Source: an optimization exercise on an open RTL-to-GDS flow (aim: small area, a short achievable clock period and few clock cycles per item). Production flows keep margins and buffers that such runs may drop. Only simulation tests tie the RTL to the original design; equivalence was not proved. Power figures rest on the tool's default switching activity, not on a simulated workload.

<file path="design/flow/run.sh">
#!/bin/bash
# synth_recipe.tcl (not shown) runs the flow's synth.tcl, then flattens the netlist and writes it again
# the make line also repeats each setting of config.mk as NAME=value (left out here)
make -C /OpenROAD-flow-scripts/flow DESIGN_CONFIG=/design/flow/config.mk WORK_HOME=/design/flow/orfs CLKGATE_MAP_FILE= SYNTH_SCRIPT=/design/flow/synth_recipe.tcl finish
</file>
<file path="design/flow/config.mk">
export PLATFORM = sky130hd
export DESIGN_NAME = contone_block_dec
export DESIGN_NICKNAME = contone_block_dec
export VERILOG_FILES = /design/flow/design.v
export SDC_FILE = /design/flow/constraint.sdc
export NUM_CORES = 4
export LEC_CHECK = 0
export CAP_MARGIN = 50
export CORE_MARGIN = 2
export CORE_UTILIZATION = 40
export SLEW_MARGIN = 80
</file>
<file path="design/flow/constraint.sdc">
create_clock -name core_clock -period 12.0 [get_ports {clk}]
set_input_delay 2.4000 -clock core_clock [delete_from_list [all_inputs] [get_ports {clk}]]
set_output_delay 2.4000 -clock core_clock [all_outputs]
set_load 0.01 [all_outputs]
</file>
<file path="design/flow/design.v">
module contone_block_dec (
    input  wire       clk,
    input  wire       rst,           
    input  wire       in_valid,      
    output reg        in_ready,
    input  wire [7:0] in_data,
    input  wire       n_valid,       
    output reg        n_ready,
    input  wire [7:0] n_data,
    input  wire       n_sol,         
    output reg        out_valid,     
    input  wire       out_ready,
    output reg  [7:0] out_data,
    output reg        out_last       
);
    reg  [23:0] bb;                  
    reg  [4:0]  bn;
    wire        in_fire = in_valid & in_ready;
    wire [1:0]  bm  = bn[4:3];
    wire [2:0]  pad = bn[2:0];
    reg  [21:0] bw;                      
    always @(*) begin
        case (bm)
            2'd0:    bw = {bb[6:0], 15'd0};
            2'd1:    bw = {bb[14:0], 7'd0};
            2'd2:    bw = bb[22:1];
            default: bw = {7'd0, bb[23:9]};
        endcase
    end
    wire [21:0] bws = bw >> pad;
    wire [14:0] win = bws[14:0];         
    wire [7:0]  hdr = (bm == 2'd3) ? bb[23:16] : (bm == 2'd2) ? bb[15:8] : bb[7:0];
    reg         active;              
    reg         kzero, kesc;         
    reg  [1:0]  sel_p;
    reg  [2:0]  sel_k;
    reg  [5:0]  cnt;                 
    reg  [1:0]  qa;                  
    reg         tv;
    reg  [7:0]  tz;
    reg  [3:0]  tp;                  
    reg         traw, tlast;
    reg         nv;
    reg  [7:0]  nr;
    reg         nsol;
    reg  [7:0]  nwp;                 
    reg  [8:0]  nd;                  
    reg         ndz;                 
    reg         sv;                  
    reg  [7:0]  sd;
    reg         sl;
    wire        fire = tv & nv & ~sv;
    wire        tadv = ~tv | fire;
    wire        n_fire = n_valid & n_ready;
    wire        ones8 = &win[14:7];
    reg  [7:0]  oh;                  
    reg  [2:0]  q;
    integer     qi;
    always @(*) begin
        oh = 8'd0;
        q  = 3'd0;
        for (qi = 7; qi >= 0; qi = qi - 1)
            if (!win[14-qi]) begin
                oh = 8'd1 << qi;
                q  = qi[2:0];
            end
    end
    reg  [6:0]  tail;                
    integer     ti;
    always @(*) begin
        tail = 7'd0;
        for (ti = 0; ti < 8; ti = ti + 1)
            if (oh[ti]) tail = tail | ((win << (ti + 1)) >> 8);
    end
    wire [11:0] zq     = {qa, q, tail} >> (3'd7 - sel_k);
    wire [5:0]  lim    = {1'b0, bn} - 6'd1 - {3'd0, sel_k};      
    reg  [7:0]  fq;                      
    integer     fi;
    always @(*)
        for (fi = 0; fi < 8; fi = fi + 1)
            fq[fi] = !lim[5] && (lim[4:0] >= fi);
    wire        fits   = |(oh & fq);
    wire        bn8    = (bn >= 5'd8);
    reg  [3:0]  lq;                  
    always @(*) begin
        case ({lim[2:0], q})
            6'd0: lq = 4'd0;
            6'd1: lq = 4'd15;
            6'd2: lq = 4'd14;
            6'd3: lq = 4'd13;
            6'd4: lq = 4'd12;
            6'd5: lq = 4'd11;
            6'd6: lq = 4'd10;
            6'd7: lq = 4'd9;
            6'd8: lq = 4'd1;
            6'd9: lq = 4'd0;
            6'd10: lq = 4'd15;
            6'd11: lq = 4'd14;
            6'd12: lq = 4'd13;
            6'd13: lq = 4'd12;
            6'd14: lq = 4'd11;
            6'd15: lq = 4'd10;
            6'd16: lq = 4'd2;
            6'd17: lq = 4'd1;
            6'd18: lq = 4'd0;
            6'd19: lq = 4'd15;
            6'd20: lq = 4'd14;
            6'd21: lq = 4'd13;
            6'd22: lq = 4'd12;
            6'd23: lq = 4'd11;
            6'd24: lq = 4'd3;
            6'd25: lq = 4'd2;
            6'd26: lq = 4'd1;
            6'd27: lq = 4'd0;
            6'd28: lq = 4'd15;
            6'd29: lq = 4'd14;
            6'd30: lq = 4'd13;
            6'd31: lq = 4'd12;
            6'd32: lq = 4'd4;
            6'd33: lq = 4'd3;
            6'd34: lq = 4'd2;
            6'd35: lq = 4'd1;
            6'd36: lq = 4'd0;
            6'd37: lq = 4'd15;
            6'd38: lq = 4'd14;
            6'd39: lq = 4'd13;
            6'd40: lq = 4'd5;
            6'd41: lq = 4'd4;
            6'd42: lq = 4'd3;
            6'd43: lq = 4'd2;
            6'd44: lq = 4'd1;
            6'd45: lq = 4'd0;
            6'd46: lq = 4'd15;
            6'd47: lq = 4'd14;
            6'd48: lq = 4'd6;
            6'd49: lq = 4'd5;
            6'd50: lq = 4'd4;
            6'd51: lq = 4'd3;
            6'd52: lq = 4'd2;
            6'd53: lq = 4'd1;
            6'd54: lq = 4'd0;
            6'd55: lq = 4'd15;
            6'd56: lq = 4'd7;
            6'd57: lq = 4'd6;
            6'd58: lq = 4'd5;
            6'd59: lq = 4'd4;
            6'd60: lq = 4'd3;
            6'd61: lq = 4'd2;
            6'd62: lq = 4'd1;
            6'd63: lq = 4'd0;
            default: lq = 4'd0;
        endcase
    end
    wire [4:0]  bn_code = {lim[4:3] - {1'b0, lq[3]}, lq[2:0]};
    reg         emit, take_hdr, chunk;
    reg  [7:0]  z;
    reg         raw;
    reg  [4:0]  bna;                 
    reg         code_go;             
    reg  [4:0]  bnx;                 
    always @(*) begin
        emit = 1'b0; take_hdr = 1'b0; chunk = 1'b0;
        z = zq[7:0]; raw = 1'b0; bna = bn; code_go = 1'b0; bnx = bn;
        if (!active) begin
            if (bn8) begin
                take_hdr = 1'b1;
                bna = {bm - 2'd1, 3'd0};
                bnx = {bm - 2'd1, 3'd0};
            end
        end else if (kzero) begin
            z    = 8'd0;
            emit = tadv;
        end else if (kesc || qa == 2'd3) begin
            z   = win[14:7];
            raw = kesc;
            if (bn8 && tadv) begin
                emit = 1'b1;
                bna  = bn - 5'd8;
                bnx  = bn - 5'd8;
            end
        end else if (ones8) begin
            chunk = 1'b1;
            bna   = bn - 5'd8;
            bnx   = bn - 5'd8;
        end else if (fits && tadv) begin
            emit = 1'b1;
            code_go = 1'b1;
            bna  = bn_code;
        end
    end
    wire [1:0]  hif  = lim[4:3] + {1'b0, in_fire};
    wire [1:0]  hif1 = hif - 2'd1;
    wire [4:0]  bnx8 = in_fire ? bnx + 5'd8 : bnx;
    wire [4:0]  bn_n = code_go ? {lq[3] ? hif1 : hif, lq[2:0]} : bnx8;
    reg  [7:0]  rq0, rq1;                
    integer     ri;
    always @(*)
        for (ri = 0; ri < 8; ri = ri + 1) begin
            rq0[ri] = ({1'b0, lim[4:0]} <= 6'd16 + ri);
            rq1[ri] = ({1'b0, lim[4:0]} <= 6'd8 + ri);
        end
    reg         room;
    always @(*) begin
        if (code_go)
            room = |(oh & (in_fire ? rq1 : rq0));
        else
            room = in_fire ? (bnx <= 5'd8) : (bnx <= 5'd16);
    end
    wire [7:0]  w  = out_data;
    wire [7:0]  nn = nr;
    wire [7:0]  nw = nwp;
    wire        a   = w < nn;            
    wire        wlt = w < nw;            
    wire        wgt = w > nw;            
    wire        d   = nd[8] | ndz;       
    wire        f   = !nd[8];            
    wire        case1 = !wgt & d;        
    wire        case2 = !wlt & f & !case1;  
    wire [7:0]  e   = tz[0] ? ~{1'b0, tz[7:1]} : {1'b0, tz[7:1]};
    wire [7:0]  ra  = w + e;             
    wire [7:0]  rk  = nn + e;            
    wire        p2  = tp[2];
    wire [8:0]  x1 = p2 ? {1'b0, nn} : nd;
    wire [8:0]  x3 = p2 ? {e, 1'b0} : {e[7], e};
    wire [8:0]  x4 = {1'b0, w};
    wire [8:0]  s2 = x1 ^ x3 ^ x4;
    wire [8:0]  c2 = {(x1[7:0] & x3[7:0]) | (x1[7:0] & x4[7:0]) | (x3[7:0] & x4[7:0]), 1'b0};
    wire [8:0]  rc = s2 + c2;
    reg  [7:0]  cur;
    always @(*) begin
        if (traw)
            cur = tz;
        else if (nsol)
            cur = rk;
        else if (tp[0])
            cur = ra;
        else if (tp[1])
            cur = rk;
        else if (tp[2])
            cur = rc[8:1];
        else
            cur = case1 ? (a ? ra : rk) : case2 ? (a ? rk : ra) : rc[7:0];
    end
    wire        tv_n = emit | (tv & ~fire);
    wire        nv_n = n_fire | (nv & ~fire);
    reg         sv_n;
    always @(*) begin
        sv_n = sv;
        if (sv) begin
            if (!out_valid || out_ready) sv_n = 1'b0;
        end else if (fire && out_valid && !out_ready)
            sv_n = 1'b1;
    end
    always @(posedge clk) begin
        if (in_fire)
            bb <= {bb[15:0], in_data};
        if (take_hdr) begin
            kzero <= hdr[6] & ~hdr[7];
            kesc  <= hdr[7];
            sel_p <= hdr[5:4];
            sel_k <= hdr[2:0];
        end
        if (take_hdr || emit)
            qa <= 2'd0;
        else if (chunk)
            qa <= qa + 2'd1;
        if (take_hdr)
            cnt <= 6'd0;
        else if (emit)
            cnt <= cnt + 6'd1;
        if (emit) begin
            tz    <= z;
            tp    <= 4'd1 << sel_p;
            traw  <= raw;
            tlast <= (cnt == 6'd63);
        end
        if (n_fire) begin
            nr   <= n_data;
            nsol <= n_sol;
            nd   <= {1'b0, n_data} - {1'b0, nr};
            ndz  <= (n_data == nr);
        end
        if (fire)
            nwp <= nr;
        if (sv) begin
            if (!out_valid || out_ready) begin
                out_data <= sd;
                out_last <= sl;
            end
        end else if (fire) begin
            if (!out_valid || out_ready) begin
                out_data <= cur;
                out_last <= tlast;
            end else begin
                sd <= cur;
                sl <= tlast;
            end
        end
        if (rst) begin
            bn        <= 5'd0;
            in_ready  <= 1'b1;
            active    <= 1'b0;
            tv        <= 1'b0;
            nv        <= 1'b0;
            n_ready   <= 1'b1;
            sv        <= 1'b0;
            out_valid <= 1'b0;
        end else begin
            bn       <= bn_n;
            in_ready <= room;
            if (take_hdr)
                active <= 1'b1;
            else if (emit && cnt == 6'd63)
                active <= 1'b0;
            tv      <= tv_n;
            nv      <= nv_n;
            n_ready <= ~nv_n | (tv_n & ~sv_n);
            sv      <= sv_n;
            if (sv || fire)
                out_valid <= 1'b1;
            else if (out_ready)
                out_valid <= 1'b0;
        end
    end
endmodule
</file>
==> impl_metrics.py, run 1 <==
metrics = {
    "yosys": {
        "synth-main-ff-cell": "edfxtp_1",
        "synth_fp_nets": 1120,
        "synth_top_family_by_area": "compound AO/OA/AOI/OAI gates",
        "synth_mux_area_share_pct": 9.79,
        "synth-edff-count": 89,
        "ys_warn_count": 1,
        "synth.avg_cell_area_um2": 9.40,
        "synthArstFlopShare_pct": 0,
        "synth_xor_area_share_pct": 4.83,
        "synth_compound_area_share_pct": 22.8,
        "synth_fa_ha_area_share_pct": 11.0,
        "syn_inst": 1022,
        "yosysUniqueCellTypes": 88,
        "syn_area_um2": 9600,
        "synth.yosys.seq_area_share_pct": 32.0,
        "synth_simple_gate_area_share_pct": 13.7,
        "ys_seq_elements": 109,
    },
    "timing": {
        "layout_worst_path_cycle_share_pct": 54.0,
        "setup_viol": 0,
        "worst_slew_pin_slew_ns": 0.328,
        "slew_violations": 0,
        "hold_violations": 0,
        "clock_skew_ns": 0.0160,
        "fmax_ghz": 0.154,
        "post-route-min-period_ns": 6.48,
        "slew_headroom_pct": 78.2,
        "fin_ws_ns": 5.52,
        "rsz0062_at_grt": "no",
        "tns_ns": 0,
    },
    "floorplan": {
        "io-pin-count": 34,
        "fp.dieW_um": 159,
        "die_area_um2": 25300,
        "die_h_um": 159,
        "rows": 56,
        "core_area_um2": 23500,
        "start_util_pct": 40.8,
    },
    "clocking": {
        "cts-root-buf": "clkbuf_16",
        "cts_max_level": 3,
        "clock_sinks": 109,
        "cts.path.max_buffers": 2,
        "cts.repair.resized": 0,
        "cts_setup_buffers": 0,
        "cts_buffers": 9,
        "cts_hold_repair.buffers": 0,
        "clk_pin_slew_worst_paths_ns": 0.08,
        "cts_tree": "done",
        "clock_latency_ns": 0.37,
    },
    "critical_path": {
        "worstSetupStartpointType": "flip-flop",
        "crit_chain": "inv_1 -> ha_1 -> clkbuf_8 -> a222oi_1 -> clkdlybuf4s50_1 -> clkdlybuf4s50_1 -> clkdlybuf4s50_1 -> clkdlybuf4s50_1 -> a221oi_2 -> or3_1 -> mux2i_4 -> buf_2 -> nor2_4 -> a21oi_1 -> nand2b_1 -> inv_1 -> ha_1 -> inv_1 -> a22oi_1 -> o211ai_1 -> o21ai_2 -> nand2b_1 -> xor2_1 -> a211oi_1",
        "max_stage_delay_ns": 0.57,
        "crit_path_frequent_cell": "clkdlybuf4s50_1",
        "reg2reg_from": "bn[3]",
        "end_kind": "flip-flop",
        "cp_max_fo": 37,
        "worstSetupPathType": "reg -> reg",
        "cp_slowest_cell": "clkdlybuf4s50_1",
        "worst-r2r-setup-slack_ns": 5.52,
        "crit_required_ns": 12.27,
        "cp_data_arrival_time_ns": 6.75,
        "reg2reg_depth": 24,
        "r2r_end": "bn[4]",
    },
    "layout": {
        "regArea_um2": 3090,
        "layout-drive-gt1-share_pct": 24.8,
        "multi_input_area_um2": 6870,
        "syn_to_final_growth_pct": 25.4,
        "fin_area_um2": 12000,
        "diodes": 0,
        "final_cell_mix": "edfxtp_1 (89), a21oi_1 (71), inv_1 (67)",
        "fillCellCount": 2174,
        "fin_nets": 1207,
        "final_common_cell": "edfxtp_1",
    },
    "global_routing": {
        "grt_pass1_vias": 8358,
        "antenna_found_initial": 0,
        "grt_usage_pct": 21.8,
        "grt-ovfl-total": 0,
        "grt_pass1_wl_um": 44500,
        "grt_max_degree": 38,
    },
    "hold_path": {
        "hp-start": "tlast",
        "worstHoldPathType": "reg -> reg",
        "whs_path_depth": 0,
        "hold_end": "sl",
    },
    "outcome": {
        "outcome": "no timing/DRC/antenna violations",
    },
    "power": {
        "power_density_nw_per_um2": 314,
        "max-vdd-ir-drop_uv": 193,
        "leakage_nw": 4.57,
    },
    "placed_design": {
        "hpwl_um": 21100,
        "gp_congestion": 0.958,
        "placedInstanceArea_um2": 11400,
        "portBuffers": 33,
        "place_ws_ns": 5.76,
    },
    "drt": {
        "post-route-drc-count": 0,
        "route.vias.total": 8482,
        "viasPerCell": 5.92,
        "drtPass1Iterations": 5,
        "postRouteAntennaNets": 0,
        "post_drt_wl_per_cell_um": 19.4,
        "drtIter0Drc": 792,
        "routed_wl_um": 27900,
    },
    "job": {
        "maxCapViolations": 0,
    },
}
## power breakdown
| part | internal [mW] | switching, mW |
|---|---|---|
| Combinational | 1.22 | 1.59 |
| Sequential | 0.546 | 0.0884 |
| Clock | 0.180 | 0.158 |
## cell usage after synthesis, types with 7 or more instances
library cell / count / area, um2
edfxtp_1: 89 / 2670
a21oi_1: 81 / 405
inv_1: 74 / 278
nor2_1: 68 / 255
ha_1: 63 / 788
nand2_1: 48 / 180
o21ai_0: 45 / 225
xnor2_1: 33 / 289
clkbuf_1: 28 / 105
mux2i_1: 28 / 280
nand2b_1: 26 / 163
nand3_1: 22 / 110
nor3_1: 21 / 105
a21o_1: 20 / 150
dfxtp_1: 20 / 400
xor2_1: 20 / 175
mux2_2: 17 / 191
mux4_2: 16 / 360
nor2b_1: 16 / 100
and2_1: 15 / 93.8
a221oi_1: 14 / 123
o211ai_1: 14 / 105
buf_2: 13 / 65.1
fa_1: 13 / 260
o22ai_1: 13 / 81.3
nand4_1: 12 / 75.1
a211oi_1: 11 / 82.6
a31oi_1: 11 / 68.8
o21bai_1: 9 / 67.6
and3_1: 7 / 43.8
o21a_1: 7 / 52.6
o221ai_1: 7 / 61.3
## layer usage
metal	wire [um]	up-vias	track usage (%)
li1	-	4033	-
met1	12100	4091	28.6
met2	13500	298	36.6
met3	1300	60	3.02
met4	925	0	8.31
met5	0	-	0
## cell families (layout without fill, tap and decap cells)
| group | after synthesis | count (layout) |
|---|---|---|
| compound gates | 319 | 319 |
| fa+ha+maj | 77 | 77 |
| buf+inv | 136 | 228 |
| mux | 67 | 67 |
| xor+xnor | 53 | 53 |
| simple gates | 261 | 261 |
| flops | 109 | 109 |
## worst max path at each step
stage	from	to	slack, ns	cells past startpoint
finish	bn[3]	bn[4]	5.52	24
global route	bn[3]	bn[4]	5.14	24
CTS	bn[3]	bn[4]	5.69	24
detailed placement	bn[3]	bn[4]	5.76	24
global placement	bn[3]	bn[4]	6.89	14
floorplan	tp[2]	out_data[7]	7.75	20
## stage by stage
| step | hold slack, ns | util [%] | total power [mW] | std cells |
|---|---|---|---|---|
| floorplan | 0.422 | - | 2.37 | 1022 |
| global placement | 0.460 | 43.1 | 2.88 | 1329 |
| detailed placement | 0.468 | 48.4 | 3.25 | 1406 |
| CTS | 0.488 | 49.8 | 3.61 | 1422 |
| global route | 0.515 | 51.2 | 4.07 | 1433 |
| finish | 0.477 | 51.2 | 3.78 | 1433 |
## registers in the layout (all words and copies together) (netlist names), 2 cells and up
register	flops
sel_p	2
sel_k	3
tz	8
qa	2
bn	5
nwp	8
nr	8
sd	8
bb	24
out_data	8
cnt	6
nd	9
tp	3
## critical path: cells and delay by family, from the launching register on
kind                     cells  cell delay [ns]
AND/OR/NAND/NOR              4             0.79
buffers and inverters        9             3.01
flip-flops                   1             0.47
XOR/XNOR                     1             0.07
adder cells (fa/ha/maj)      2             0.48
multiplexers                 1             0.26
AO/OA/AOI/OAI                7             1.29
## layout make-up
type                       count  area share, %
clock buffer                  10           2.08
clock inverter                 6          0.696
sequential                   109           25.7
inverter                      83           2.78
timing repair buffer         129           8.45
tap                          319           3.31
multi-input combinational    777           57.0
Testbench counts, summed over its fixed seeds: cycles 169,781, blocks 2,560.
==> run 2, diff against run 1 <==
==> design/flow/flow/run.sh (new file) <==
#!/bin/bash
# Standard layout with three changes after the standard synthesis: the
# slow delay buffers are not used for repair and port buffers, every port
# gets a plain buffer, and timing repair aims for 8.3 ns of setup slack.
set -euo pipefail
bash standard.sh synth > synth.log 2>&1
export DONT_USE_CELLS="sky130_fd_sc_hd__clkdlybuf4s15_1 sky130_fd_sc_hd__clkdlybuf4s15_2 sky130_fd_sc_hd__clkdlybuf4s18_1 sky130_fd_sc_hd__clkdlybuf4s18_2 sky130_fd_sc_hd__clkdlybuf4s25_1 sky130_fd_sc_hd__clkdlybuf4s25_2 sky130_fd_sc_hd__clkdlybuf4s50_1 sky130_fd_sc_hd__clkdlybuf4s50_2"
export BUFFER_PORTS_ARGS="-buffer_cell sky130_fd_sc_hd__buf_4"
export SETUP_SLACK_MARGIN=8.3
bash standard.sh > layout.log 2>&1
==> design/flow/standard.sh (new file) <==
#!/bin/bash
# synth_recipe.tcl (not shown) runs the flow's synth.tcl, then flattens the netlist and writes it again
# the make line also repeats each setting of config.mk as NAME=value (left out here)
make -C /OpenROAD-flow-scripts/flow DESIGN_CONFIG=/design/flow/config.mk WORK_HOME=/design/flow/orfs CLKGATE_MAP_FILE= SYNTH_SCRIPT=/design/flow/synth_recipe.tcl "${@:-finish}"
--- a/design/flow/config.mk
+++ b/design/flow/config.mk
@@ -7,5 +7,5 @@
 export LEC_CHECK = 0
-export CAP_MARGIN = 50
+export CAP_MARGIN = 20
 export CORE_MARGIN = 2
 export CORE_UTILIZATION = 40
-export SLEW_MARGIN = 80
+export SLEW_MARGIN = 20
removed: design/flow/run.sh
==> run 2 against run 1 <==
Against the previous run: cell area rose by 2.3%; die area did not move; global-route usage is 1.1 points higher; highest routed layer unchanged; synthesized cell count unchanged; first-iteration DRC count increased by 6.7%; setup slack improved by 2.5 ns; combinational power up 8.9%; flip-flop and latch count unchanged; critical endpoint is now in_ready; area after synthesis did not move; count of clock-buffer cells in the layout decreased by 1; via count up 5.2%.
==> impl_metrics.py, run 2 <==
metrics = {
    "outcome": {
        "outcome": "no timing/DRC/antenna violations",
    },
    "drt": {
        "post-route-drc-count": 0,
        "route.vias.total": 8921,
        "viasPerCell": 6.11,
        "drtIter0Drc": 845,
        "drtPass1Iterations": 6,
        "routed_wl_um": 29500,
        "post_drt_wl_per_cell_um": 20.2,
        "postRouteAntennaNets": 0,
    },
    "timing": {
        "whs_ns": 0.482,
        "slew_violations": 0,
        "hold_violations": 0,
        "slew_headroom_pct": 29.7,
        "post-route-min-period_ns": 3.99,
        "clock_skew_ns": 0.0166,
        "worst_slew_pin_slew_ns": 1.05,
        "layout_worst_path_cycle_share_pct": 33.3,
        "tns_ns": 0,
        "setup_viol": 0,
        "rsz0062_at_grt": "yes",
        "fmax_ghz": 0.250,
    },
    "critical_path": {
        "crit_required_ns": 12.25,
        "cp_max_fo": 5,
        "end_kind": "flip-flop",
        "max_stage_delay_ns": 0.50,
        "cp_slowest_cell": "mux4_2",
        "worstSetupPathType": "reg -> reg",
        "cp_data_arrival_time_ns": 4.25,
        "worstSetupStartpointType": "flip-flop",
        "crit_chain": "buf_12 -> ha_4 -> buf_12 -> a222oi_1 -> buf_4 -> or2_1 -> mux4_2 -> o22a_4 -> or3b_4 -> nor3_4 -> a22o_1 -> a211oi_2 -> nor2_2 -> inv_1 -> ha_2 -> a21oi_2 -> o211ai_1 -> o22a_1",
        "crit_path_frequent_cell": "buf_12",
    },
    "yosys": {
        "synth_fp_nets": 1120,
        "syn_inst": 1022,
        "ys_seq_elements": 109,
        "post-synth-top-area-cell": "edfxtp_1",
        "syn_area_um2": 9600,
        "synth-main-ff-cell": "edfxtp_1",
        "synth.avg_cell_area_um2": 9.40,
        "yosysUniqueCellTypes": 88,
        "synth.yosys.seq_area_share_pct": 32.0,
        "synth_top_area_share_pct": 27.8,
        "post-synth-top-count-cell": "edfxtp_1",
        "ys_top_cells_by_count": "edfxtp_1 (89), a21oi_1 (81), inv_1 (74)",
        "synthArstFlopShare_pct": 0,
        "synth-edff-count": 89,
        "ys_top_cells_by_area": "edfxtp_1 (28%), ha_1 (8.2%), a21oi_1 (4.2%), dfxtp_1 (4.2%), mux4_2 (3.8%)",
        "ys_warn_count": 1,
    },
    "layout": {
        "final_cell_mix": "buf_4 (130), edfxtp_1 (89), inv_1 (65), a21oi_1 (65), nor2_1 (63)",
        "largest_reg_flops": 24,
        "layout-drive-gt1-share_pct": 30.9,
        "instances_no_fill": 1461,
        "syn_to_final_growth_pct": 28.3,
        "diodes": 0,
        "final_common_cell": "buf_4",
        "reg_top3": "bb (24), nd (9)",
        "fin_nets": 1235,
        "top_register": "bb",
    },
    "floorplan": {
        "rows": 56,
        "die_h_um": 159,
        "io-pin-count": 34,
        "start_util_pct": 40.8,
        "die_area_um2": 25300,
        "core_area_um2": 23500,
        "fp.dieW_um": 159,
    },
    "global_routing": {
        "grt_max_degree": 30,
        "grt_usage_pct": 22.8,
        "grt-ovfl-total": 0,
        "antenna_found_initial": 0,
        "grt_pass1_wl_um": 46500,
        "grt_pass1_vias": 8615,
    },
    "power": {
        "power_density_nw_per_um2": 329,
        "max-vdd-ir-drop_uv": 194,
        "leakage_nw": 4.85,
    },
    "clocking": {
        "cts_max_level": 3,
        "cts_buffers": 9,
        "cts_tree": "done",
        "cts.path.max_buffers": 2,
        "cts-root-buf": "clkbuf_16",
        "clk_pin_slew_worst_paths_ns": 0.08,
        "clock_sinks": 109,
        "cts_hold_repair.buffers": 0,
        "clock_latency_ns": 0.37,
    },
    "placed_design": {
        "placed_cells": 1329,
        "hpwl_um": 19200,
        "gp_congestion": 0.958,
        "portBuffers": 33,
    },
    "job": {
        "maxCapViolations": 0,
    },
    "hold_path": {
        "worstHoldPathType": "reg -> reg",
    },
}
==> run 2: cell counts after synthesis <==
No cell type changed its count.
==> run 2: area by class of cell <==
cell class / count / area (um2)
Timing Repair Buffer: 155 / 1390
Clock inverter: 7 / 87.6
Tap cell: 319 / 399
Multi-Input combinational cell: 778 / 6780
Timing Repair inverter: 1 / 5.00
Sequential cell: 109 / 3080
Fill cell: 2138 / 11200
Inverter: 83 / 343
Clock buffer: 9 / 225
==> run 2: what timing repair did <==
item / in CTS / in global routing
gates cloned: 7 / 0
setup buffers: 84 / 25
pin swaps: 63 / 44
resized for setup: 133 / 51
endpoints found under the setup margin: 50 / 49
==> run 2: layer usage <==
| metal | wire, um | track usage, % | vias up |
|---|---|---|---|
| met1 | 11700 | 28.5 | 4231 |
| met3 | 2010 | 3.70 | 118 |
| met4 | 1450 | 10.5 | 0 |
| met2 | 14300 | 38.9 | 478 |
| li1 | - | - | 4094 |
| met5 | 0 | 0 | - |
==> run 2: critical path, delay by kind of cell, from the launching register on <==
| kind | cells | cell delay [ns] |
|---|---|---|
| compound gates | 7 | 1.06 |
| simple gates | 4 | 1.06 |
| mux | 1 | 0.50 |
| buf+inv | 4 | 0.48 |
| fa+ha+maj | 2 | 0.39 |
| flops | 1 | 0.38 |
==> run 2: worst paths after layout <==
| path | from | endpoint | slack [ns] | depth (start not counted) |
|---|---|---|---|---|
| max | bn[4] | in_ready | 8.01 | 18 |
| min reg2reg | tlast | sl | 0.48 | 0 |
| min | tlast | sl | 0.48 | 0 |
| max reg2reg | bn[4] | in_ready | 8.01 | 18 |
==> run 2: stage by stage <==
stage	instance area, um2	worst slack (ns)	total power, mW	util (%)
after detailed placement	10200	7.07	2.92	43.4
after global routing	12300	7.88	4.33	52.3
final	12300	8.01	4.05	52.3
after global placement	10200	7.15	2.90	43.4
after floorplan	9770	8.16	2.41	-
after CTS	11900	8.13	3.80	50.6
==> run 2: power breakdown <==
| part | total [mW] | internal, mW | switching [mW] |
|---|---|---|---|
| sequential | 0.661 | 0.548 | 0.113 |
| clock | 0.324 | 0.167 | 0.156 |
| combinational | 3.06 | 1.43 | 1.63 |
==> run 2: logic make-up (layout without fill, tap and decap cells) <==
| family | count (synthesis) | in the layout | synth area share [%] |
|---|---|---|---|
| AO/OA/AOI/OAI | 319 | 320 | 22.8 |
| AND/OR/NAND/NOR | 261 | 261 | 13.7 |
| buffers and inverters | 136 | 255 | 5.85 |
| flip-flops | 109 | 109 | 32.0 |
| adder cells (fa/ha/maj) | 77 | 77 | 11.0 |
| multiplexers | 67 | 67 | 9.78 |
| XOR/XNOR | 53 | 53 | 4.83 |
==> run 3, diff against run 2 <==
--- a/design/flow/flow/run.sh
+++ b/design/flow/flow/run.sh
@@ -3,3 +3,3 @@
 # slow delay buffers are not used for repair and port buffers, every port
-# gets a plain buffer, and timing repair aims for 8.3 ns of setup slack.
+# gets a plain buffer, and timing repair aims for 7.5 ns of setup slack.
 set -euo pipefail
@@ -8,3 +8,3 @@
 export BUFFER_PORTS_ARGS="-buffer_cell sky130_fd_sc_hd__buf_4"
-export SETUP_SLACK_MARGIN=8.3
+export SETUP_SLACK_MARGIN=7.5
 bash standard.sh > layout.log 2>&1
--- a/design/flow/config.mk
+++ b/design/flow/config.mk
@@ -7,2 +7,3 @@
 export LEC_CHECK = 0
+export ABC_AREA = 1
 export CAP_MARGIN = 20
==> run 3 against run 2 <==
Against the previous run: area after synthesis rose by 6.5%; still clean; sequential share of layout area up 2.8 points; non-clock buffer count decreased by 107; highest routed layer unchanged.
==> impl_metrics.py, run 3 <==
metrics = {
    "outcome": {
        "outcome": "no timing/DRC/antenna violations",
    },
    "timing": {
        "fmax_ghz": 0.243,
        "setup_viol": 0,
        "post-route-min-period_ns": 4.12,
        "tns_ns": 0,
        "worst_slew_pin_slew_ns": 1.10,
        "rsz0062_at_grt": "yes",
        "slew_headroom_pct": 26.6,
        "fin_ws_ns": 7.88,
        "layout_worst_path_cycle_share_pct": 34.3,
        "clock_skew_ns": 0.0125,
        "hold_violations": 0,
        "slew_violations": 0,
    },
    "layout": {
        "diodes": 0,
        "instances_no_fill": 1794,
        "syn_to_final_growth_pct": 8.06,
        "layout-drive-gt1-share_pct": 9.97,
        "fillCellCount": 2614,
        "reg_top3": "bb (24), nd (9)",
        "fin_area_um2": 11100,
        "largest_reg_flops": 24,
        "final_common_cell": "nand2_1",
        "top_register": "bb",
        "final_cell_mix": "nand2_1 (430), nand3_1 (170), inv_1 (161)",
        "fin_nets": 1557,
    },
    "yosys": {
        "synthArstFlopShare_pct": 0,
        "post-synth-top-area-cell": "edfxtp_1",
        "ys_top_cells_by_area": "edfxtp_1 (26%), nand2_1 (16%), nand3_1 (8.3%), ha_1 (7.7%), inv_1 (6.0%)",
        "syn_area_um2": 10200,
        "ys_warn_count": 1,
        "ys_top_cells_by_count": "nand2_1 (430), nand3_1 (170), inv_1 (164)",
        "ys_seq_elements": 109,
        "post-synth-top-count-cell": "nand2_1",
        "synth.yosys.seq_area_share_pct": 30.0,
        "synth-edff-count": 89,
        "synth_fp_nets": 1545,
        "syn_inst": 1447,
        "synth-main-ff-cell": "edfxtp_1",
        "synth_top_area_share_pct": 26.1,
        "yosysUniqueCellTypes": 56,
        "synth.avg_cell_area_um2": 7.07,
    },
    "placed_design": {
        "hpwl_um": 21200,
        "gp_congestion": 0.897,
        "placed_cells": 1765,
        "portBuffers": 33,
        "placedInstanceArea_um2": 10600,
        "place_ws_ns": 7.39,
    },
    "critical_path": {
        "max_stage_delay_ns": 0.45,
        "reg2reg_from": "tz[0]",
        "end_kind": "flip-flop",
        "cp_max_fo": 15,
        "cp_num_buf_inv": 4,
        "reg2reg_depth": 22,
        "crit_path_frequent_cell": "nand2_1",
        "worst-r2r-setup-slack_ns": 7.90,
        "crit_family": "simple AND/OR/NAND/NOR gates",
        "worstSetupStartpointType": "input port",
        "cp.depth": 15,
        "r2r_end": "out_data[7]",
        "cp_slowest_cell": "clkinvlp_4",
        "cp_data_arrival_time_ns": 4.38,
        "crit_chain": "buf_4 -> nand2_1 -> clkinvlp_4 -> nor2_1 -> o21ai_0 -> inv_1 -> o21ai_0 -> nand2_1 -> o22ai_1 -> nor2_1 -> nand2_1 -> nand2_1 -> nand2_1 -> inv_1 -> nand2_1",
        "worstSetupPathType": "in -> reg",
        "crit_required_ns": 12.27,
    },
    "clocking": {
        "cts_max_level": 3,
        "cts.path.max_buffers": 2,
        "cts-root-buf": "clkbuf_16",
        "clock_latency_ns": 0.36,
        "cts_buffers": 9,
        "clk_pin_slew_worst_paths_ns": 0.08,
        "cts_tree": "done",
        "cts_hold_repair.buffers": 0,
        "clock_sinks": 109,
    },
    "floorplan": {
        "die_area_um2": 26900,
        "io-pin-count": 34,
        "fp.dieW_um": 164,
        "rows": 58,
        "start_util_pct": 40.6,
        "die_h_um": 164,
        "core_area_um2": 25200,
    },
    "global_routing": {
        "grt_max_degree": 34,
        "grt-ovfl-total": 0,
        "grt_pass1_wl_um": 45000,
        "grt_usage_pct": 21.1,
        "grt_pass1_vias": 8619,
        "antenna_found_initial": 0,
    },
    "power": {
        "leakage_nw": 5.21,
        "max-vdd-ir-drop_uv": 187,
        "power_density_nw_per_um2": 292,
        "power_mw": 3.23,
    },
    "drt": {
        "post_drt_wl_per_cell_um": 15.5,
        "drtIter0Drc": 964,
        "dr_wl_met2_um": 13300,
        "post-route-drc-count": 0,
        "route.vias.total": 9470,
        "drtPass1Iterations": 5,
        "viasPerCell": 5.28,
        "wl_met1_um": 12600,
        "top_layer": "met4",
        "routed_wl_um": 27900,
        "wl_met3_um": 1310,
        "postRouteAntennaNets": 0,
    },
    "job": {
        "maxCapViolations": 0,
    },
    "hold_path": {
        "hp-start": "tlast",
        "worstHoldPathType": "reg -> reg",
        "whs_path_depth": 0,
        "hold_end": "sl",
    },
}
[run 3: cell types whose count changed in the layout (fill, tap and decap cells not counted), moves of 24 or more]
cell     change
nand2_1    +388
nand3_1    +148
inv_1       +96
buf_4       -82
o21ai_0     +58
mux2i_1     -24
[run 3: routing by layer]
layer	GRT usage (%)	vias to the layer above
met2	36.4	263
met1	28.1	4358
met4	5.34	0
li1	-	4813
met3	2.45	36
met5	0	-
[run 3: worst max-delay path by stage]
stage	start	endpoint	slack, ns
final	in_valid	in_ready	7.88
after detailed placement	in_valid	in_ready	7.39
after floorplan	in_valid	bn[4]	7.92
after global routing	tz[0]	out_data[7]	7.44
after CTS	tp[2]	out_data[7]	7.51
after global placement	in_valid	bn[4]	7.48
[run 3: metrics by stage]
stage | hold WS, ns | util (%)
2_1_floorplan | 0.427 | -
3_3_place_gp | 0.450 | 42.2
3_5_place_dp | 0.471 | 42.2
4_1_cts | 0.483 | 43.4
5_1_grt | 0.504 | 43.9
6_report | 0.477 | 43.9
[run 3: cells by family after synthesis]
group                    synth area share, %
AND/OR/NAND/NOR                         34.8
flip-flops                              30.0
buffers and inverters                   9.60
AO/OA/AOI/OAI                           11.5
XOR/XNOR                                3.86
adder cells (fa/ha/maj)                 10.2
[run 3: final cells by class]
class / instances / area [um2] / area share, %
Multi-Input combinational cell: 1107 / 6200 / 56.1
Sequential cell: 109 / 3070 / 27.8
Inverter: 182 / 702 / 6.35
Tap cell: 330 / 413 / 3.74
Timing Repair Buffer: 48 / 360 / 3.26
Clock buffer: 9 / 225 / 2.04
Clock inverter: 7 / 72.6 / 0.656
Timing Repair inverter: 2 / 10.0 / 0.0905
[run 3: worst reg2reg max path, cell delays in order, from the launching register on]
cell and delay (ns):
edfxtp_1 0.60, xor2_2 0.43, o21ai_0 0.16, fa_1 0.44, inv_1 0.06, ha_1 0.17, inv_1 0.06, fa_1 0.41
o21ai_0 0.33, a21oi_1 0.12, o21ai_0 0.21, xnor2_1 0.18, o21ai_0 0.11, nand2_1 0.07, nand2_1 0.05, o21ai_0 0.08
nand2_1 0.07, nand2_1 0.06, nand2_1 0.04, nand2_1 0.05, nand2_1 0.06, nand2_1 0.06, nand2_1 0.05
[run 3: power by group]
part | internal [mW] | switching (mW)
clock network | 0.149 | 0.163
registers | 0.539 | 0.109
logic | 0.769 | 1.50
total | 1.46 | 1.77
[run 3: timing repair]
item	in CTS	in global routing
endpoints found under the setup margin	0	28
setup buffers	0	11
resized for setup	0	8
==> run 4, diff against run 3 <==
--- a/design/flow/config.mk
+++ b/design/flow/config.mk
@@ -7,3 +7,2 @@
 export LEC_CHECK = 0
-export ABC_AREA = 1
 export CAP_MARGIN = 20
==> run 4 against run 3 <==
Against the previous run: still clean on timing, DRC and antenna; cell area is 2.5% lower; routed wire length down 3.2%; setup slack got worse by 0.22 ns; first-iteration DRC count is 9.5% lower; critical path depth is 1 lower; critical path type is now reg -> reg.
==> impl_metrics.py, run 4 <==
metrics = {
    "timing": {
        "hold_violations": 0,
        "setup_viol": 0,
        "slew_headroom_pct": 27.8,
        "layout_worst_path_cycle_share_pct": 36.1,
        "worst_slew_pin_slew_ns": 1.08,
        "post-route-min-period_ns": 4.33,
        "slew_violations": 0,
        "whs_ns": 0.475,
        "clock_skew_ns": 0.0162,
        "fmax_ghz": 0.231,
        "rsz0062_at_grt": "no",
        "tns_ns": 0,
        "fin_ws_ns": 7.67,
    },
    "yosys": {
        "syn_inst": 1022,
        "ys_top_cells_by_count": "edfxtp_1 (89), a21oi_1 (81), inv_1 (74)",
        "ys_seq_elements": 109,
        "synthArstFlopShare_pct": 0,
        "post-synth-top-area-cell": "edfxtp_1",
        "ys_warn_count": 1,
        "synth_fp_nets": 1120,
        "synth.yosys.seq_area_share_pct": 32.0,
        "synth.avg_cell_area_um2": 9.40,
        "synth-edff-count": 89,
        "synth-main-ff-cell": "edfxtp_1",
        "yosysUniqueCellTypes": 88,
        "synth_top_area_share_pct": 27.8,
        "ys_top_cells_by_area": "edfxtp_1 (28%), ha_1 (8.2%), a21oi_1 (4.2%), dfxtp_1 (4.2%), mux4_2 (3.8%)",
        "post-synth-top-count-cell": "edfxtp_1",
        "syn_area_um2": 9600,
    },
    "layout": {
        "final_cell_mix": "edfxtp_1 (89), a21oi_1 (80), inv_1 (73)",
        "fin_nets": 1143,
        "largest_reg_flops": 24,
        "syn_to_final_growth_pct": 12.3,
        "layout-drive-gt1-share_pct": 15.8,
        "top_register": "bb",
        "instances_no_fill": 1369,
        "fillCellCount": 2319,
        "diodes": 0,
        "postLayoutCoreUtil_pct": 45.8,
        "reg_top3": "bb (24), nd (9)",
        "final_common_cell": "edfxtp_1",
    },
    "placed_design": {
        "place_ws_ns": 6.73,
        "gp_congestion": 0.939,
        "portBuffers": 33,
        "placed_cells": 1329,
        "hpwl_um": 19700,
    },
    "hold_path": {
        "worstHoldPathType": "reg -> reg",
        "hold_end": "sl",
        "hp-start": "tlast",
        "whs_path_depth": 0,
    },
    "global_routing": {
        "antenna_found_initial": 0,
        "grt_usage_pct": 20.9,
        "grt_max_degree": 38,
        "grt_pass1_wl_um": 42400,
        "grt-ovfl-total": 0,
        "grt_pass1_vias": 7763,
    },
    "drt": {
        "routed_wl_um": 27000,
        "post-route-drc-count": 0,
        "postRouteAntennaNets": 0,
        "drtPass1Iterations": 7,
        "post_drt_wl_per_cell_um": 19.7,
        "viasPerCell": 6.07,
        "route.vias.total": 8311,
        "drtIter0Drc": 872,
    },
    "critical_path": {
        "end_kind": "flip-flop",
        "crit_family": "compound AO/OA/AOI/OAI gates",
        "worstSetupStartpointType": "flip-flop",
        "crit_required_ns": 12.14,
        "cp_slowest_cell": "nor4b_2",
        "worst-r2r-setup-slack_ns": 7.67,
        "worstSetupPathType": "reg -> reg",
        "max_stage_delay_ns": 0.57,
        "cp_num_buf_inv": 2,
        "reg2reg_from": "bn[3]",
        "reg2reg_depth": 14,
        "r2r_end": "tz[2]",
        "crit_chain": "inv_1 -> ha_1 -> buf_12 -> a221o_1 -> and2_1 -> mux4_2 -> mux2_4 -> nor4b_2 -> a32oi_1 -> nand4_1 -> mux2i_1 -> o21ai_0 -> a21oi_1 -> o32ai_1",
        "cp_max_fo": 37,
        "cp_data_arrival_time_ns": 4.47,
    },
    "floorplan": {
        "die_area_um2": 25300,
        "core_area_um2": 23500,
        "start_util_pct": 40.8,
        "io-pin-count": 34,
        "rows": 56,
        "die_h_um": 159,
        "fp.dieW_um": 159,
    },
    "power": {
        "leakage_nw": 4.19,
        "max-vdd-ir-drop_uv": 187,
        "power_density_nw_per_um2": 314,
    },
    "clocking": {
        "cts-root-buf": "clkbuf_16",
        "clock_sinks": 109,
        "cts_buffers": 9,
        "cts_tree": "done",
        "cts.path.max_buffers": 2,
        "clock_latency_ns": 0.37,
        "clk_pin_slew_worst_paths_ns": 0.08,
        "cts_max_level": 3,
    },
    "job": {
        "maxCapViolations": 0,
    },
    "outcome": {
        "outcome": "no timing/DRC/antenna violations",
    },
}
==> run 4: what timing repair did <==
action | 4_1_cts | 5_1_grt
pin swaps | 4 | 3
buffers inserted | 6 | 16
hold buffers | 0 | 0
endpoints found under the setup margin | 42 | 21
resized for setup | 22 | 21
gates cloned | 0 | 1
==> run 4: how the worst max path moves through the flow <==
stage | start | to | slack [ns] | cells past startpoint
2_1_floorplan | tp[2] | out_data[7] | 7.75 | 20
3_3_place_gp | bn[3] | bn[4] | 6.88 | 14
3_5_place_dp | bn[3] | bn[4] | 6.73 | 14
4_1_cts | bn[4] | bn[4] | 7.52 | 19
5_1_grt | bn[3] | bn[4] | 7.48 | 17
6_report | bn[3] | tz[2] | 7.67 | 14
==> run 4: layout make-up <==
type | instances | area (um2) | share of cell area [%]
Tap cell | 319 | 399 | 3.70
Multi-Input combinational cell | 778 | 6150 | 57.0
Sequential cell | 109 | 3080 | 28.6
Timing Repair Buffer | 64 | 500 | 4.64
Inverter | 83 | 318 | 2.95
Clock buffer | 10 | 250 | 2.32
Clock inverter | 6 | 83.8 | 0.777
==> run 4: cell families (layout without fill, tap and decap cells) <==
group / count (synthesis) / count (layout) / synth area share [%]
compound gates: 319 / 320 / 22.8
buf+inv: 136 / 163 / 5.85
simple gates: 261 / 261 / 13.7
mux: 67 / 67 / 9.78
fa+ha+maj: 77 / 77 / 11.0
flops: 109 / 109 / 32.0
xor+xnor: 53 / 53 / 4.83
==> run 4: report_power, final <==
group | internal, mW | switching, mW
clock network | 0.180 | 0.161
registers | 0.547 | 0.123
logic | 1.01 | 1.37
total | 1.73 | 1.66
==> run 4: metal layers <==
layer	up-vias	part of all wire, %	global-route usage [%]
li1	3909	-	-
met1	3974	42	27.2
met2	368	48	35.4
met3	60	6.8	3.10
met4	0	2.9	7.60
met5	-	0	0
==> run 4: worst reg2reg max path: cells and delay by family (launching register included) <==
kind	cells	cell delay (ns)
flip-flops	1	0.43
buffers and inverters	2	0.29
multiplexers	3	1.06
adder cells (fa/ha/maj)	1	0.25
AND/OR/NAND/NOR	3	0.94
AO/OA/AOI/OAI	5	1.15
==> run 4: per-stage QoR <==
| step | power, mW | cell area, um2 |
|---|---|---|
| CTS | 3.29 | 10600 |
| detailed placement | 2.89 | 10100 |
| floorplan | 2.37 | 9600 |
| global placement | 2.88 | 10100 |
| finish | 3.39 | 10800 |
| global route | 3.68 | 10800 |
==> run 5, diff against run 4 <==
--- a/design/flow/flow/run.sh
+++ b/design/flow/flow/run.sh
@@ -3,3 +3,3 @@
 # slow delay buffers are not used for repair and port buffers, every port
-# gets a plain buffer, and timing repair aims for 7.5 ns of setup slack.
+# gets a plain buffer, and timing repair aims for 7.8 ns of setup slack.
 set -euo pipefail
@@ -8,3 +8,3 @@
 export BUFFER_PORTS_ARGS="-buffer_cell sky130_fd_sc_hd__buf_4"
-export SETUP_SLACK_MARGIN=7.5
+export SETUP_SLACK_MARGIN=7.8
 bash standard.sh > layout.log 2>&1
==> run 5 against run 4 <==
Against the previous run: still clean on timing, DRC and antenna; via count is 1.5% higher; cell count is 2.1% higher; area after synthesis stayed put; core utilization is 1.7 points higher; synthesized cell count stayed put; sequential power is 1% lower; critical path type unchanged.
==> impl_metrics.py, run 5 <==
metrics = {
    "outcome": {
        "outcome": "no timing/DRC/antenna violations",
    },
    "layout": {
        "postLayoutCoreUtil_pct": 47.5,
        "reg_top3": "bb (24), nd (9)",
        "final_common_cell": "edfxtp_1",
        "largest_reg_flops": 24,
        "layout-drive-gt1-share_pct": 19.6,
        "top_register": "bb",
        "fin_nets": 1172,
        "final_cell_mix": "edfxtp_1 (89), buf_4 (87), a21oi_1 (79)",
        "regArea_um2": 3080,
        "diodes": 0,
        "multi_input_area_um2": 6330,
        "syn_to_final_growth_pct": 16.5,
        "fin_area_um2": 11200,
        "fillCellCount": 2254,
    },
    "clocking": {
        "cts_buffers": 9,
        "cts_hold_repair.buffers": 0,
        "cts-root-buf": "clkbuf_16",
        "cts_tree": "done",
        "clock_sinks": 109,
        "cts_max_level": 3,
        "cts.path.max_buffers": 2,
        "clk_pin_slew_worst_paths_ns": 0.09,
        "clock_latency_ns": 0.37,
    },
    "critical_path": {
        "crit_path_frequent_cell": "buf_4",
        "cp_slowest_cell": "mux4_2",
        "cp_max_fo": 8,
        "crit_required_ns": 12.27,
        "cp.depth": 18,
        "crit_family": "simple AND/OR/NAND/NOR gates",
        "worstSetupPathType": "reg -> reg",
        "end_kind": "flip-flop",
        "reg2reg_depth": 18,
        "worstSetupStartpointType": "flip-flop",
        "cp_data_arrival_time_ns": 4.41,
        "cp_num_buf_inv": 4,
        "max_stage_delay_ns": 0.51,
        "crit_chain": "buf_4 -> ha_4 -> buf_4 -> a222oi_1 -> buf_4 -> or2_1 -> mux4_2 -> o22a_4 -> or3b_4 -> nor3_4 -> a22o_1 -> a211oi_1 -> nor2_1 -> inv_1 -> ha_1 -> a21oi_1 -> o211ai_1 -> o22a_1",
    },
    "global_routing": {
        "grt_pass1_wl_um": 42900,
        "grt_pass1_vias": 7889,
        "grt-ovfl-total": 0,
        "antenna_found_initial": 0,
        "grt_usage_pct": 21.0,
        "grt_max_degree": 38,
    },
    "timing": {
        "slew_headroom_pct": 29.1,
        "clock_skew_ns": 0.0136,
        "setup_viol": 0,
        "rsz0062_at_grt": "yes",
        "hold_violations": 0,
        "post-route-min-period_ns": 4.14,
        "worst_slew_pin_slew_ns": 1.06,
        "slew_violations": 0,
        "fmax_ghz": 0.242,
        "tns_ns": 0,
        "layout_worst_path_cycle_share_pct": 34.5,
    },
    "yosys": {
        "synth.yosys.seq_area_share_pct": 32.0,
        "syn_area_um2": 9600,
        "synth_top_area_share_pct": 27.8,
        "synth-edff-count": 89,
        "syn_inst": 1022,
        "synth.avg_cell_area_um2": 9.40,
        "ys_seq_elements": 109,
        "post-synth-top-area-cell": "edfxtp_1",
        "post-synth-top-count-cell": "edfxtp_1",
        "synth-main-ff-cell": "edfxtp_1",
        "ys_warn_count": 1,
        "ys_top_cells_by_area": "edfxtp_1 (28%), ha_1 (8.2%), a21oi_1 (4.2%), dfxtp_1 (4.2%), mux4_2 (3.8%)",
        "synthArstFlopShare_pct": 0,
        "yosysUniqueCellTypes": 88,
        "ys_top_cells_by_count": "edfxtp_1 (89), a21oi_1 (81), inv_1 (74)",
        "synth_fp_nets": 1120,
    },
    "power": {
        "power_density_nw_per_um2": 315,
        "power_mw": 3.52,
        "max-vdd-ir-drop_uv": 208,
        "leakage_nw": 4.34,
    },
    "placed_design": {
        "placedInstanceArea_um2": 10100,
        "gp_congestion": 0.935,
        "hpwl_um": 19500,
        "portBuffers": 33,
    },
    "drt": {
        "drtPass1Iterations": 5,
        "routed_wl_um": 27500,
        "route.vias.total": 8438,
        "drtIter0Drc": 738,
        "post-route-drc-count": 0,
        "viasPerCell": 6.04,
        "postRouteAntennaNets": 0,
        "post_drt_wl_per_cell_um": 19.7,
    },
    "floorplan": {
        "fp.dieW_um": 159,
        "io-pin-count": 34,
        "die_h_um": 159,
        "rows": 56,
        "core_area_um2": 23500,
        "die_area_um2": 25300,
        "start_util_pct": 40.8,
    },
    "hold_path": {
        "worstHoldPathType": "reg -> reg",
        "whs_path_depth": 0,
    },
    "job": {
        "maxCapViolations": 0,
    },
}
## run 5: cell counts after synthesis
Identical to the previous run, type by type.
## run 5: power breakdown
| group | leakage, nW | internal, mW | total [mW] | switching (mW) |
|---|---|---|---|---|
| Clock | 0.150 | 0.150 | 0.315 | 0.165 |
| Combinational | 3.19 | 1.10 | 2.55 | 1.45 |
| Sequential | 1.00 | 0.548 | 0.662 | 0.114 |
| Total | 4.34 | 1.80 | 3.52 | 1.73 |
## run 5: cell type report
class                      instances  area share [%]
timing repair inverter             1          0.0448
timing repair buffer              92            6.55
tap                              319            3.57
sequential                       109            27.6
multi-input combinational        778            56.6
inverter                          83            3.00
clock buffer                       9            2.01
clock inverter                     7           0.694
## run 5: path summary, 6_finish.rpt
| path | end | slack, ns | start |
|---|---|---|---|
| worst max-delay path | in_ready | 7.86 | bn[3] |
| worst min-delay path | sl | 0.48 | tlast |
| worst max register to register | in_ready | 7.86 | bn[3] |
| worst min register to register | sl | 0.48 | tlast |
## run 5: routing by layer
| layer | track usage [%] | wire length, um |
|---|---|---|
| met1 | 27.7 | 11500 |
| met3 | 2.63 | 1720 |
| met5 | 0 | 0 |
| met2 | 35.8 | 13400 |
| met4 | 7.31 | 930 |
## run 5: through the flow
step           setup slack, ns  std cells  hold slack (ns)
2_1_floorplan             7.85       1022            0.422
3_3_place_gp              6.96       1330            0.463
3_5_place_dp              6.77       1330            0.473
4_1_cts                   7.64       1359            0.492
5_1_grt                   7.73       1398            0.501
6_report                  7.86       1398            0.483
## run 5: cells by family after synthesis
logic type / Yosys count / share of synthesized area (%)
xor+xnor: 53 / 4.83
buf+inv: 136 / 5.85
flops: 109 / 32.0
fa+ha+maj: 77 / 11.0
simple gates: 261 / 13.7
mux: 67 / 9.78
compound gates: 319 / 22.8
## run 5: what timing repair did
action / in CTS / in global routing
endpoints found under the setup margin: 44 / 24
buffers inserted: 12 / 37
pin swaps: 4 / 17
gates cloned: 1 / 2
resized for setup: 34 / 46
==> run 6, diff against run 5 <==
--- a/design/flow/flow/run.sh
+++ b/design/flow/flow/run.sh
@@ -3,3 +3,3 @@
 # slow delay buffers are not used for repair and port buffers, every port
-# gets a plain buffer, and timing repair aims for 7.8 ns of setup slack.
+# gets a plain buffer, and timing repair aims for 7.2 ns of setup slack.
 set -euo pipefail
@@ -8,3 +8,3 @@
 export BUFFER_PORTS_ARGS="-buffer_cell sky130_fd_sc_hd__buf_4"
-export SETUP_SLACK_MARGIN=7.8
+export SETUP_SLACK_MARGIN=7.2
 bash standard.sh > layout.log 2>&1
--- a/design/flow/config.mk
+++ b/design/flow/config.mk
@@ -7,2 +7,3 @@
 export LEC_CHECK = 0
+export ABC_AREA = 1
 export CAP_MARGIN = 20
==> run 6 against run 5 <==
Against the previous run: flip-flop and latch count is the same; core utilization is 4.0 points lower; count of clock-buffer cells in the layout is the same; critical path type unchanged; critical endpoint is now out_data[7].
==> impl_metrics.py, run 6 <==
metrics = {
    "drt": {
        "routed_wl_um": 27600,
        "viasPerCell": 5.29,
        "post_drt_wl_per_cell_um": 15.5,
        "postRouteAntennaNets": 0,
        "drtIter0Drc": 958,
        "route.vias.total": 9438,
        "post-route-drc-count": 0,
        "drtPass1Iterations": 6,
    },
    "clocking": {
        "cts_max_level": 3,
        "clock_sinks": 109,
        "clk_pin_slew_worst_paths_ns": 0.08,
        "cts_buffers": 9,
        "cts_tree": "done",
        "cts.path.max_buffers": 2,
        "cts-root-buf": "clkbuf_16",
        "clock_latency_ns": 0.36,
    },
    "yosys": {
        "synth.avg_cell_area_um2": 7.07,
        "synth-edff-count": 89,
        "synthArstFlopShare_pct": 0,
        "post-synth-top-count-cell": "nand2_1",
        "ys_seq_elements": 109,
        "yosysUniqueCellTypes": 56,
        "syn_inst": 1447,
        "synth_top_area_share_pct": 26.1,
        "ys_warn_count": 1,
        "synth-main-ff-cell": "edfxtp_1",
        "synth_fp_nets": 1545,
        "post-synth-top-area-cell": "edfxtp_1",
        "syn_area_um2": 10200,
        "ys_top_cells_by_count": "nand2_1 (430), nand3_1 (170), inv_1 (164)",
        "synth.yosys.seq_area_share_pct": 30.0,
        "ys_top_cells_by_area": "edfxtp_1 (26%), nand2_1 (16%), nand3_1 (8.3%), ha_1 (7.7%), inv_1 (6.0%)",
    },
    "power": {
        "leakage_nw": 5.16,
        "max-vdd-ir-drop_uv": 186,
        "switchingPower_mw": 1.76,
        "swShare_pct": 55.1,
        "power_density_nw_per_um2": 292,
        "pwr-share-seq_pct": 20.5,
        "power_frac_comb_pct": 69.8,
        "clockPowerShare_pct": 9.7,
        "p_int_mw": 1.43,
    },
    "layout": {
        "final_common_cell": "nand2_1",
        "fin_area_um2": 10900,
        "layout-drive-gt1-share_pct": 9.02,
        "fillCellCount": 2613,
        "fin_nets": 1546,
        "multi_input_area_um2": 6180,
        "postLayoutCoreUtil_pct": 43.5,
        "largest_reg_flops": 24,
        "regArea_um2": 3070,
        "final_cell_mix": "nand2_1 (430), nand3_1 (170), inv_1 (162)",
        "reg_top3": "bb (24), nd (9)",
        "diodes": 0,
        "syn_to_final_growth_pct": 7.03,
        "top_register": "bb",
    },
    "timing": {
        "post-route-min-period_ns": 4.37,
        "slew_headroom_pct": 28.8,
        "fmax_ghz": 0.229,
        "slew_violations": 0,
        "worst_slew_pin_slew_ns": 1.06,
        "clock_skew_ns": 0.0121,
        "setup_viol": 0,
        "tns_ns": 0,
        "layout_worst_path_cycle_share_pct": 36.4,
        "rsz0062_at_grt": "yes",
        "hold_violations": 0,
    },
    "critical_path": {
        "crit_required_ns": 12.12,
        "worstSetupPathType": "reg -> reg",
        "cp_data_arrival_time_ns": 4.49,
        "end_kind": "flip-flop",
        "reg2reg_depth": 22,
        "worstSetupStartpointType": "flip-flop",
        "cp_max_fo": 12,
    },
    "placed_design": {
        "gp_congestion": 0.897,
        "placedInstanceArea_um2": 10600,
        "hpwl_um": 21200,
        "portBuffers": 33,
    },
    "floorplan": {
        "rows": 58,
        "fp.dieW_um": 164,
        "start_util_pct": 40.6,
        "die_h_um": 164,
        "io-pin-count": 34,
        "die_area_um2": 26900,
        "core_area_um2": 25200,
    },
    "hold_path": {
        "whs_path_depth": 0,
        "worstHoldPathType": "reg -> reg",
    },
    "global_routing": {
        "grt_pass1_wl_um": 45000,
        "grt_pass1_vias": 8619,
        "grt_usage_pct": 21.1,
        "grt_max_degree": 34,
        "antenna_found_initial": 0,
        "grt-ovfl-total": 0,
    },
    "job": {
        "maxCapViolations": 0,
    },
    "outcome": {
        "outcome": "no timing/DRC/antenna violations",
    },
}
[run 6: worst max-delay path: stages, from the launching register on]
cell and delay [ns]:
edfxtp_1 0.73, xor2_1 0.52, o21ai_0 0.19, fa_1 0.45, inv_1 0.06, ha_1 0.17, inv_1 0.06, fa_1 0.41
o21ai_0 0.33, a21oi_1 0.11, o21ai_0 0.21, xnor2_1 0.18, o21ai_0 0.11, nand2_1 0.07, nand2_1 0.05, o21ai_0 0.08
nand2_1 0.07, nand2_1 0.06, nand2_1 0.04, nand2_1 0.05, nand2_1 0.06, nand2_1 0.06, nand2_1 0.05
[run 6: through the flow]
step / cells / worst slack, ns / hold slack (ns) / total power [mW]
2_1_floorplan: 1447 / 7.92 / 0.427 / 2.34
3_3_place_gp: 1765 / 7.48 / 0.450 / 2.84
3_5_place_dp: 1765 / 7.39 / 0.471 / 2.86
4_1_cts: 1781 / 7.51 / 0.483 / 3.18
5_1_grt: 1783 / 7.12 / 0.504 / 3.55
6_report: 1783 / 7.63 / 0.476 / 3.19
[run 6: per-layer routing]
layer	up-vias	global-route usage (%)	part of all wire, %
li1	4791	-	-
met1	4367	28.1	45
met2	242	36.4	48
met3	38	2.45	4.6
met4	0	5.34	2.2
met5	-	0	0
[run 6: worst paths after layout]
path,slack [ns],to,start
worst min register to register,0.48,sl,tlast
worst min-delay path,0.48,sl,tlast
worst max register to register,7.63,out_data[7],tz[0]
worst max-delay path,7.63,out_data[7],tz[0]
[run 6: layout make-up]
class                      instances  share of cell area, %
clock buffer                       9                   2.06
clock inverter                     7                  0.663
inverter                         182                   6.38
multi-input combinational       1107                   56.4
sequential                       109                   28.1
tap                              330                   3.77
timing repair buffer              38                   2.61
timing repair inverter             1                 0.0457
[run 6: logic make-up (layout without fill, tap and decap cells)]
logic type                 after synthesis  in the layout  share of synthesized area [%]
and+or+nand+nor                        777            777                           34.8
buffers and inverters                  231            237                           9.60
AOI/OAI and AO/OA                      211            211                           11.5
DFF                                    109            109                           30.0
adders and majority gates               76             76                           10.2
xor gates and xnor gates                43             43                           3.86
[run 6: what timing repair did]
item                       in CTS  in global routing
buffers inserted                0                  1
setup endpoints to repair       0                  7
resized for setup               0                  3
hold buffers                    0                  0
[run 6: power by group through the flow]
stage	combinational [mW]	clock (mW)	sequential [mW]
final	2.23	0.310	0.655
after global routing	2.55	0.331	0.667
after CTS	2.20	0.318	0.658
after detailed placement	2.19	0	0.667
after global placement	2.17	0	0.667
after floorplan	1.75	0	0.591
==> run 7, diff against run 6 <==
--- a/design/flow/flow/run.sh
+++ b/design/flow/flow/run.sh
@@ -3,3 +3,3 @@
 # slow delay buffers are not used for repair and port buffers, every port
-# gets a plain buffer, and timing repair aims for 7.2 ns of setup slack.
+# gets a plain buffer, and timing repair aims for 8.6 ns of setup slack.
 set -euo pipefail
@@ -8,3 +8,3 @@
 export BUFFER_PORTS_ARGS="-buffer_cell sky130_fd_sc_hd__buf_4"
-export SETUP_SLACK_MARGIN=7.2
+export SETUP_SLACK_MARGIN=8.6
 bash standard.sh > layout.log 2>&1
==> run 7 against run 6 <==
Against the previous run: area after synthesis is the same; hold slack worse by 0.0064 ns; die area is the same; sequential share of layout area is 4.0 points lower; core utilization up 7.6 points; synthesized cell count stayed put; first-iteration DRC count increased by 4.6%; sequential power decreased by 3%; clock skew hardly changed; count of clock-buffer cells in the layout grew 1; routed wire length rose by 13%; critical path type is now in -> reg; critical endpoint is now nd[7]; largest cell class unchanged; largest power group unchanged; highest routed layer unchanged.
==> impl_metrics.py, run 7 <==
metrics = {
    "timing": {
        "hold_violations": 0,
        "setup_viol": 0,
        "layout_worst_path_cycle_share_pct": 30.2,
        "fmax_ghz": 0.276,
        "tns_ns": 0,
        "rsz0062_at_grt": "yes",
        "clock_skew_ns": 0.0124,
        "slew_headroom_pct": 23.4,
        "post-route-min-period_ns": 3.62,
        "fin_ws_ns": 8.38,
        "worst_slew_pin_slew_ns": 1.15,
        "slew_violations": 0,
    },
    "yosys": {
        "synth.avg_cell_area_um2": 7.07,
        "ys_warn_count": 1,
        "synth-main-ff-cell": "edfxtp_1",
        "synth_top_area_share_pct": 26.1,
        "post-synth-top-area-cell": "edfxtp_1",
        "synthArstFlopShare_pct": 0,
        "ys_seq_elements": 109,
        "synth_fp_nets": 1545,
        "ys_top_cells_by_area": "edfxtp_1 (26%), nand2_1 (16%), nand3_1 (8.3%), ha_1 (7.7%), inv_1 (6.0%)",
        "ys_top_cells_by_count": "nand2_1 (430), nand3_1 (170), inv_1 (164)",
        "syn_inst": 1447,
        "synth.yosys.seq_area_share_pct": 30.0,
        "yosysUniqueCellTypes": 56,
        "syn_area_um2": 10200,
        "synth-edff-count": 89,
        "post-synth-top-count-cell": "nand2_1",
    },
    "critical_path": {
        "crit_chain": "buf_8 -> ha_4 -> a21oi_2 -> o21ai_4 -> a21oi_2 -> nor2_1 -> nor2_2 -> inv_1 -> a21oi_2 -> o21ai_2 -> xor2_1",
        "cp_slowest_cell": "ha_4",
        "end_kind": "flip-flop",
        "crit_required_ns": 12.11,
        "cp_max_fo": 3,
        "crit_path_frequent_cell": "a21oi_2",
        "worstSetupPathType": "in -> reg",
        "cp_data_arrival_time_ns": 3.73,
        "worstSetupStartpointType": "input port",
        "max_stage_delay_ns": 0.23,
    },
    "clocking": {
        "cts-root-buf": "clkbuf_16",
        "clock_latency_ns": 0.37,
        "cts_tree": "done",
        "cts_buffers": 9,
        "clk_pin_slew_worst_paths_ns": 0.08,
        "clock_sinks": 109,
        "cts.path.max_buffers": 2,
        "cts_max_level": 3,
    },
    "layout": {
        "diodes": 0,
        "largest_reg_flops": 24,
        "fin_area_um2": 12900,
        "final_common_cell": "nand2_1",
        "syn_to_final_growth_pct": 25.6,
        "fin_nets": 1662,
        "top_register": "bb",
        "reg_top3": "bb (24), nd (9)",
        "layout-drive-gt1-share_pct": 24.3,
        "final_cell_mix": "nand2_1 (400), inv_1 (147), nand3_1 (145)",
    },
    "power": {
        "leakage_nw": 5.94,
        "max-vdd-ir-drop_uv": 175,
        "power_density_nw_per_um2": 303,
    },
    "floorplan": {
        "rows": 58,
        "fp.dieW_um": 164,
        "io-pin-count": 34,
        "core_area_um2": 25200,
        "die_area_um2": 26900,
        "die_h_um": 164,
        "start_util_pct": 40.6,
    },
    "drt": {
        "routed_wl_um": 31200,
        "postRouteAntennaNets": 0,
        "viasPerCell": 5.40,
        "route.vias.total": 10200,
        "post_drt_wl_per_cell_um": 16.4,
        "drtIter0Drc": 1002,
        "drtPass1Iterations": 6,
        "post-route-drc-count": 0,
    },
    "job": {
        "maxCapViolations": 0,
    },
    "global_routing": {
        "grt_usage_pct": 22.6,
        "antenna_found_initial": 0,
        "grt-ovfl-total": 0,
        "grt_pass1_wl_um": 47900,
        "grt_max_degree": 34,
        "grt_pass1_vias": 9104,
    },
    "placed_design": {
        "place_ws_ns": 7.61,
        "placedInstanceArea_um2": 10800,
        "gp_congestion": 0.942,
        "portBuffers": 33,
        "hpwl_um": 21400,
    },
    "hold_path": {
        "worstHoldPathType": "reg -> reg",
    },
    "outcome": {
        "outcome": "no timing/DRC/antenna violations",
    },
}
## run 7: worst max-delay path: cells and delay by family
kind	cells	cell delay [ns]
and+or+nand+nor	2	0.21
xor gates and xnor gates	1	0.14
adders and majority gates	1	0.23
AOI/OAI and AO/OA	5	0.59
buffers and inverters	2	0.17
## run 7: kinds of logic (layout without fill, tap and decap cells)
kind of cell	Yosys count	after routing	share of synthesized area [%]
DFF	109	109	30.0
and+or+nand+nor	777	780	34.8
adders and majority gates	76	76	10.2
xor gates and xnor gates	43	43	3.86
AOI/OAI and AO/OA	211	211	11.5
buffers and inverters	231	350	9.60
## run 7: final timing paths
check	from	endpoint	slack, ns	cells past startpoint
setup / recovery	n_data[2]	nd[7]	8.38	11
setup reg to reg	tz[0]	out_data[7]	8.51	23
hold reg to reg	cnt[5]	cnt[5]	0.47	2
hold / removal	cnt[5]	cnt[5]	0.47	2
## run 7: report_power, final
part	switching, mW	total [mW]	internal, mW
clock	0.156	0.315	0.159
sequential	0.0976	0.638	0.541
combinational	1.79	2.94	1.15
## run 7: per-layer routing
metal	vias to the layer above	global-route usage [%]	share of wire (%)	routed length, um
met5	-	0	0	0
met4	0	7.22	3.5	1100
li1	5027	-	-	-
met3	77	2.93	5.7	1780
met1	4752	29.4	42	13200
met2	390	38.9	48	15100
## run 7: repair_timing
action / in CTS / in global routing
endpoints found under the setup margin: 74 / 64
cloned: 3 / 4
buffers inserted: 43 / 68
pin swaps: 18 / 61
hold buffers: 0 / 0
resized for setup: 68 / 144
hold endpoints to repair: 0 / 0
## run 7: per-stage QoR
step / instances / total power, mW / hold slack, ns / util, %
6_report: 1899 / 3.89 / 0.470 / 51.0
3_3_place_gp: 1765 / 2.87 / 0.448 / 42.8
4_1_cts: 1827 / 3.38 / 0.471 / 46.5
2_1_floorplan: 1447 / 2.38 / 0.427 / -
5_1_grt: 1899 / 4.24 / 0.495 / 51.0
3_5_place_dp: 1765 / 2.89 / 0.461 / 42.8
## run 7: cell type report
class,instances,area (um2)
repair buffers,149,1270
fillers,2431,12300
flip-flops and latches,109,3090
repair inverters,3,18.8
clock buffers,10,250
clock inverters,6,61.3
well taps,330,413
multi-input cells,1110,6990
inverters,182,759

separate check: timing with driven ports:
In the flow no input, the clock included, has a driving cell. The finished layouts below were timed again as built, in two steps.
Step 1 sets driving cells, clkbuf_16 on the clock port and buf_2 on the other inputs (assumed; they add their load-dependent delay and slew).
Step 2 adds t to the input delays and takes it off the output delays; t is the mean of the earliest and latest rising clock arrival at the registers after step 1. Input paths then give back, and output paths get back, about the clock's delay inside the block.
a / b / c = ideal / step 1 / step 2; a / b = the first two.
run	t, ns	setup slack, ns	worst setup path after step 2	worst register clock-pin slew, ns
run 1	0.405	5.519 / 5.519 / 5.519	register to register	0.09 / 0.09
run 2	0.407	8.006 / 8.006 / 7.859	input to register	0.09 / 0.09
run 3	0.408	7.883 / 7.904 / 7.501	input to register	0.09 / 0.09
run 4	0.409	7.667 / 7.667 / 7.667	register to register	0.09 / 0.09
run 5	0.405	7.861 / 7.861 / 7.676	input to register	0.09 / 0.09
run 6	0.406	7.631 / 7.631 / 7.350	input to register	0.08 / 0.08
run 7	0.408	8.381 / 8.391 / 7.983	input to register	0.09 / 0.09
After both steps setup and hold are still met in every run listed. The setup slack of run 7, which loses most, moves by +0.010 ns with the drivers and by -0.398 ns with both steps.
